Background: an optimization exercise with open tools, aiming at small area. Do not read the settings as production practice.
The RTL was checked by simulation tests, not by an equivalence proof against the original design.
No activity file was given, so power comes from the tool's default toggle rates.

==> inputs of run X <==
==> flow/design.v (excerpt) <==
module dc_accel (
    input  wire         clk,
    input  wire         rst,
    input  wire [2:0]   mod_bit,
    input  wire [2:0]   demod_neg,
    input  wire [2:0]   restart_req,
    input  wire [2:0]   ts_slow,
    output wire [2:0]   sw_valid,
    output wire [35:0]  coarse,
    output wire [2:0]   coarse_sat,
    output wire [2:0]   coarse_first,
    output wire [104:0] hb,
    output wire [2:0]   ts_valid,
    output wire [47:0]  ts_sample,
    output wire [2:0]   ts_sat,
    output wire [2:0]   ts_first
);
export LEC_CHECK = 0
export CAP_MARGIN = 30
export CORE_MARGIN = 2
export CORE_UTILIZATION = 70
export CTS_CLUSTER_DIAMETER = 100
export CTS_CLUSTER_SIZE = 28
export SLEW_MARGIN = 30
create_clock -name core_clock -period 40.0 [get_ports {clk}]
standard.sh (not shown) runs the stock make flow with config.mk's settings and CLKGATE_MAP_FILE= SYNTH_SCRIPT=/design/flow/synth_recipe.tcl, a recipe that flattens the netlist after the stock synthesis.
==> flow/flow/run.sh <==
#!/bin/bash
# Own flow: the standard layout (standard.sh, all ORFS steps unchanged)
# with two changes:
#  * synthesis maps the logic with an area-oriented ABC script
#    (flow/abc.script) in place of ORFS's abc_speed.script; registers,
#    their names and cells are the same as in the standard synthesis;
#  * every input and output port still gets its own buffer, but the port
#    buffers are sky130_fd_sc_hd__buf_1 (buffer_ports -buffer_cell).
set -euo pipefail
work="$(cd "$(dirname "$0")/.." && pwd)"
cd "$work"
rm -rf "$work/orfs_scripts"
cp -r "$FLOW_HOME/scripts" "$work/orfs_scripts"
cp "$work/flow/abc.script" "$work/orfs_scripts/abc_speed.script"
export SCRIPTS_DIR="$work/orfs_scripts"
export BUFFER_PORTS_ARGS="-buffer_cell sky130_fd_sc_hd__buf_1"
bash "$work/standard.sh" > "$work/standard_flow.log" 2>&1
==> flow/flow/abc.script <==
&get -n
&st
&syn2
&dch
&nf -a
&st
&syn2
&dch
&nf -a
&put
==> run A (differences from run X) <==
--- a/flow/design.v
+++ b/flow/design.v
@@ -21,28 +21,29 @@
     output wire        ts_first
 );
     wire [5:0] r  = tstamp[5:0];
     wire       r0 = (r == 6'd0);
     wire       swap_inst = r0 && !tstamp[6];
-    reg        pend, m_slow, tsarm, tsdone;
+    reg        pend, m_slow, tsarm, tsdone, fresh;
     reg  [3:0] k;             
     reg        rs_ev, m_new;  
     wire do_restart = pend && swap_inst;
     wire ev  = !tstamp[6];    
     wire tsb = (tstamp[16:6] == 11'd0) ||
                (!m_slow && tstamp[16:6] == 11'd960);    
     always @(posedge clk) begin
         if (rst) begin
             pend <= 1'b0; m_slow <= ts_slow; tsarm <= 1'b0; tsdone <= 1'b0;
-            k <= 4'd0; rs_ev <= 1'b0;
+            fresh <= 1'b1; k <= 4'd0; rs_ev <= 1'b0;
         end else begin
             pend <= restart_req | (pend & ~do_restart);
             if (r0) begin
                 rs_ev <= do_restart;
                 m_new <= ts_slow;
             end
             if (r == 6'd63) begin
+                fresh <= tsb || rs_ev;
                 if (rs_ev) begin
                     k      <= 4'd1;
                     m_slow <= m_new;
                     tsarm  <= 1'b0;
                     tsdone <= 1'b0;
@@ -52,12 +53,10 @@
                     if (tsb && tsarm) tsdone <= 1'b1;
                 end
             end
         end
     end
-    wire fresh = (k <= 4'd1) || (tstamp[16:6] == 11'd1) ||
-                 (!m_slow && tstamp[16:6] == 11'd961);
     wire clrE  = ev && (rs_ev || k == 4'd0);
     wire swp   = ev && (k >= 4'd8);
     wire tsp   = tsb && tsarm;
     wire s_2   = !m_slow;
     wire b = mod_bit ^ demod_neg;
==> flow/config.mk (replaced) <==
export PLATFORM = sky130hd
export DESIGN_NAME = dc_accel
export DESIGN_NICKNAME = dc_accel
export VERILOG_FILES = /design/flow/design.v
export SDC_FILE = /design/flow/constraint.sdc
export NUM_CORES = 4
export LEC_CHECK = 0
export CAP_MARGIN = 30
export CORE_MARGIN = 2
export CORE_UTILIZATION = 65
export CTS_CLUSTER_DIAMETER = 45
export CTS_CLUSTER_SIZE = 40
export SLEW_MARGIN = 30
==> notes.md <==
- In synthesized cell count, run X and run A hardly differ.
- Of run X and run A, run A has the higher cell area (gap 5.4%, measured against run A).
- Against run A, the cell count of run X is smaller by about 4%.
- In run X the flip-flop and latch count is lower than in run A, by 3.
- Of run X and run A, run A has the higher via count (gap 6.9%, measured against run A).
- Critical path depth: run A is higher than run X (2).
- In run X the wire length is lower than in run A, by about 15%.
- Of run X and run A, run A has the higher fmax (gap 0.50%, measured against run A).
- Against run A, the utilization of run X is higher by 2.1 points.
- Between run X and run A, the lower non-clock buffer count is in run X (gap 5).
==> figures <==
	run A	run X
Status	complete, no violations	complete, no violations
Sequential element share of the synthesized area	55.5%	55.9%
Final area over synthesized area	1.144x	1.091x
Area of combinational cells with multiple inputs	18000 um^2	17700 um^2
Clock distribution power	1030 uW	593 uW
Worst setup startpoint	demod_neg[1]	demod_neg[0]
Effective utilization at floorplan	65.8%	70.9%
Max Fanout on Critical Path	23	21
Total number of sequential cells	1181	1178
Clock Latency Late Sink	0.72 ns	0.66 ns
Worst ir drop on vdd	0.0000724 V	0.0000744 V
Tapcells	864	782
Global Route met3 Usage	13.8%	12.1%
Wire length on met3	15300 um	14700 um
Chip Height	262 um	251 um
Mux cell area share after synthesis	1.04%	0.931%
Floorplan die width	262 um	251 um
Pre-Repair DR Iteration Count	7	6
Library cells used by synthesis	67	66
Clock skew	0.0748 ns	0.0354 ns
Register fraction of the total cell area	48.6%	51.2%
DP Area	45800 um^2	45300 um^2

---

==> inputs of build 22 <==
Another version of the RTL of dc_accel (not shown whole).
Settings: LEC_CHECK=0, CAP_MARGIN=20, CORE_MARGIN=2, CORE_UTILIZATION=70, CTS_CLUSTER_DIAMETER=100, CTS_CLUSTER_SIZE=28, SLEW_MARGIN=20; clock period 40.0 ns.
==> flow/flow/run.sh <==
#!/bin/bash
# Own flow: the standard layout (standard.sh, all ORFS steps unchanged),
# except that synthesis maps the logic with an area-oriented ABC script
# (flow/abc.script) in place of ORFS's abc_speed.script. Registers, their
# names and cells are the same as in the standard synthesis.
set -euo pipefail
work="$(cd "$(dirname "$0")/.." && pwd)"
cd "$work"
rm -rf "$work/orfs_scripts"
cp -r "$FLOW_HOME/scripts" "$work/orfs_scripts"
cp "$work/flow/abc.script" "$work/orfs_scripts/abc_speed.script"
SCRIPTS_DIR="$work/orfs_scripts" bash "$work/standard.sh" > "$work/standard_flow.log" 2>&1
Scripts as last shown in full above: flow/flow/abc.script
==> trial 14: changes against build 22 <==
--- a/flow/design.v
+++ b/flow/design.v
@@ -102,31 +102,31 @@
     wire x2  = RC[25] & g25;
     wire x3  = RD[0]  & g25;
     wire x4  = RD[25] & g25;
     wire x5  = RA[35] & g25;
     wire x6  = RB[34] & g25;
-    wire zs  = ev ? x4 : (RB[0] & g25);               
-    wire x4s = RD[17] & (r >= 6'd9) & (r <= 6'd33);   
+    wire zs  = ev ? x7 : (RB[0] & g25);               
     wire zp  = (r == 6'd25);                          
     wire c_init = (r == 6'd63);
     reg cb, cc, ct1, cd, ce1, ce2, cp1, cp2, cp3, ch1, ch2, cs1, cs2, cs3, ccr, cn;
     reg c1d, c2d, dd1, dd2, dd3, dd4, zsd;
+    reg [7:0] x4d;
     wire sb  = x1 ^ x6 ^ cb;    wire nb  = (x1 & x6) | (cb & (x1 ^ x6));
     wire sc  = x3 ^ x5 ^ cc;    wire nc  = (x3 & x5) | (cc & (x3 ^ x5));
     wire st1 = c2d ^ c1d ^ ct1; wire nt1 = (c2d & c1d) | (ct1 & (c2d ^ c1d));
     wire nsb = ~sb;
     wire sd  = st1 ^ nsb ^ cd;  wire nd  = (st1 & nsb) | (cd & (st1 ^ nsb));
     wire se1 = sd ^ dd3 ^ ce1;  wire ne1 = (sd & dd3) | (ce1 & (sd ^ dd3));
     wire se2 = se1 ^ dd4 ^ ce2; wire ne2 = (se1 & dd4) | (ce2 & (se1 ^ dd4));
     wire sp1 = se2 ^ x7 ^ cp1;  wire np1 = (se2 & x7) | (cp1 & (se2 ^ x7));
     wire sp2 = sp1 ^ x7d ^ cp2; wire np2 = (sp1 & x7d) | (cp2 & (sp1 ^ x7d));
-    wire sp3 = sp2 ^ x4s ^ cp3; wire np3 = (sp2 & x4s) | (cp3 & (sp2 ^ x4s));
+    wire sp3 = sp2 ^ x4d[7] ^ cp3; wire np3 = (sp2 & x4d[7]) | (cp3 & (sp2 ^ x4d[7]));
     wire pb  = RB[0] & (r >= 6'd1) & (r <= 6'd34);
     wire sh1 = pb ^ zs ^ ch1;   wire nh1 = (pb & zs) | (ch1 & (pb ^ zs));
     wire sh2 = sh1 ^ zsd ^ ch2; wire nh2 = (sh1 & zsd) | (ch2 & (sh1 ^ zsd));
-    wire ss1 = zs ^ x7 ^ cs1;   wire ns1 = (zs & x7) | (cs1 & (zs ^ x7));
-    wire ss2 = x1 ^ x2 ^ cs2;   wire ns2 = (x1 & x2) | (cs2 & (x1 ^ x2));
+    wire ss1 = zs ^ x1 ^ cs1;   wire ns1 = (zs & x1) | (cs1 & (zs ^ x1));
+    wire ss2 = x2 ^ x3 ^ cs2;   wire ns2 = (x2 & x3) | (cs2 & (x2 ^ x3));
     wire ss3 = ss1 ^ ss2 ^ cs3; wire ns3 = (ss1 & ss2) | (cs3 & (ss1 ^ ss2));
     wire k12 = (r == 6'd13);
     wire scr = ss3 ^ k12 ^ ccr; wire ncr = (ss3 & k12) | (ccr & (ss3 ^ k12));
     localparam [34:0] KTS = 35'h08001E000;
     wire g35  = (r >= 6'd1) && (r <= 6'd35);
@@ -137,10 +137,11 @@
     wire sn   = accb ^ su ^ cn;  wire nn = (accb & su) | (cn & (accb ^ su));
     always @(posedge clk) begin
         zsd <= zs;
         c1d <= sc;  c2d <= c1d;
         dd1 <= sd;  dd2 <= dd1; dd3 <= dd2; dd4 <= dd3;
+        x4d <= {x4d[6:0], x4};
         if (c_init) begin
             cb <= 1'b0; cc <= 1'b0; ct1 <= 1'b0; cd <= 1'b1; ce1 <= 1'b0;
             ce2 <= 1'b0; cp1 <= 1'b0; cp2 <= 1'b0; cp3 <= 1'b0; ch1 <= 1'b0;
             ch2 <= 1'b0; cs1 <= 1'b0; cs2 <= 1'b0; cs3 <= 1'b0; ccr <= 1'b0;
             cn <= 1'b0;
@@ -194,23 +195,25 @@
         RD <= {RD[0], RD[63:1]};
         if (r0) begin
             if (!ev) begin
                 RB[24:0] <= RB[25:1] | u;                   
             end else begin
-                RD[49:25] <= RD[50:26] | u;                 
+                RD[63:50] <= {RD[0], RD[63:51]} | u[13:0];   
+                RC[60:50] <= RC[61:51] | u[24:14];
             end
         end
         if (ev && r >= 6'd36 && r <= 6'd60) RB[28] <= 1'b0;    
-        if (!ev && r >= 6'd9 && r <= 6'd33) RD[16] <= 1'b0;    
-        if (!ev && r >= 6'd2 && r <= 6'd15) RD[48] <= zsd;     
-        if (!ev && r >= 6'd16 && r <= 6'd26) RC[34] <= zsd;
+        if (!ev && r >= 6'd2 && r <= 6'd15) RD[48] <= 1'b0;    
+        if (!ev && r >= 6'd16 && r <= 6'd26) RC[34] <= 1'b0;   
+        if (g25) begin
+            RC[63] <= clrE ? zp : zs;         
+            RC[24] <= clrE ? zp : x1;         
+            RD[63] <= clrE ? zp : x2;         
+            RD[24] <= clrE ? zp : x3;         
+        end
         if (agE) begin
-            RC[63] <= clrE ? zp : x4;                   
-            RC[24] <= clrE ? zp : x7;                   
-            RD[63] <= clrE ? zp : x1;                   
-            RD[24] <= clrE ? zp : x2;                   
-            RA[34] <= clrE ? zp : x3;                   
+            RA[34] <= clrE ? zp : x4;                   
             RB[33] <= clrE ? zp : x5;                   
             if (r <= 6'd14) RD[49] <= clrE ? zp : x6;   
             else            RC[35] <= clrE ? zp : x6;
         end
         if (r >= 6'd14 && r <= 6'd17) RA[46] <= scr;     
==> notes <==
- Build 22 finished with timing, DRC and antenna clean. Trial 14 finished but failed the layout checks on capacitance limit, slew limit.
- Between build 22 and trial 14, the lower design area is in build 22 (gap about 0.9%, measured against trial 14).
- Against build 22, the sequential share of layout area of trial 14 is higher by 0.54 points.
- Against trial 14, the clock power of build 22 is lower by about 3%.
- Routed wire length: trial 14 is larger than build 22 (20%).
- Between trial 14 and build 22, the lower global-route usage is in build 22 (gap 5.5 points).
- Between trial 14 and build 22, the lower critical path depth is in trial 14 (gap 1).
- Against trial 14, the final cell count of build 22 is lower by 0.44%.
- Of build 22 and trial 14, trial 14 has the higher sequential cell count (gap 24).

[separate check: timing with driven ports]
How much do the figures lean on ideal ports? The routed layouts below were timed once more, with nothing changed but the port constraints. Step 1: set_driving_cell puts a clkbuf_16 on clk and a buf_2 on each other input, an assumption about the parent block. Step 2 times the ports against the registers' clock, not the clock port: input delays grow and output delays shrink by t, the midpoint of the rising clock arrivals with the driver on. Three values: no drivers, after step 1, after step 2; two values: the first two.
| run | t, ns | slack for setup (ns) | cell pins on the clock port's net |
|---|---|---|---|
| run X | 0.710 | 24.545 / 24.593 / 23.883 | 1 |
| run A | 0.754 | 24.622 / 24.668 / 23.914 | 1 |
| build 22 | 0.721 | 24.302 / 24.348 / 23.627 | 1 |
| trial 14 | 0.728 | 23.674 / 23.713 / 22.984 | 1 |
The setup slack of run A, which loses most, moves by +0.046 ns with the drivers and by -0.708 ns with both steps.
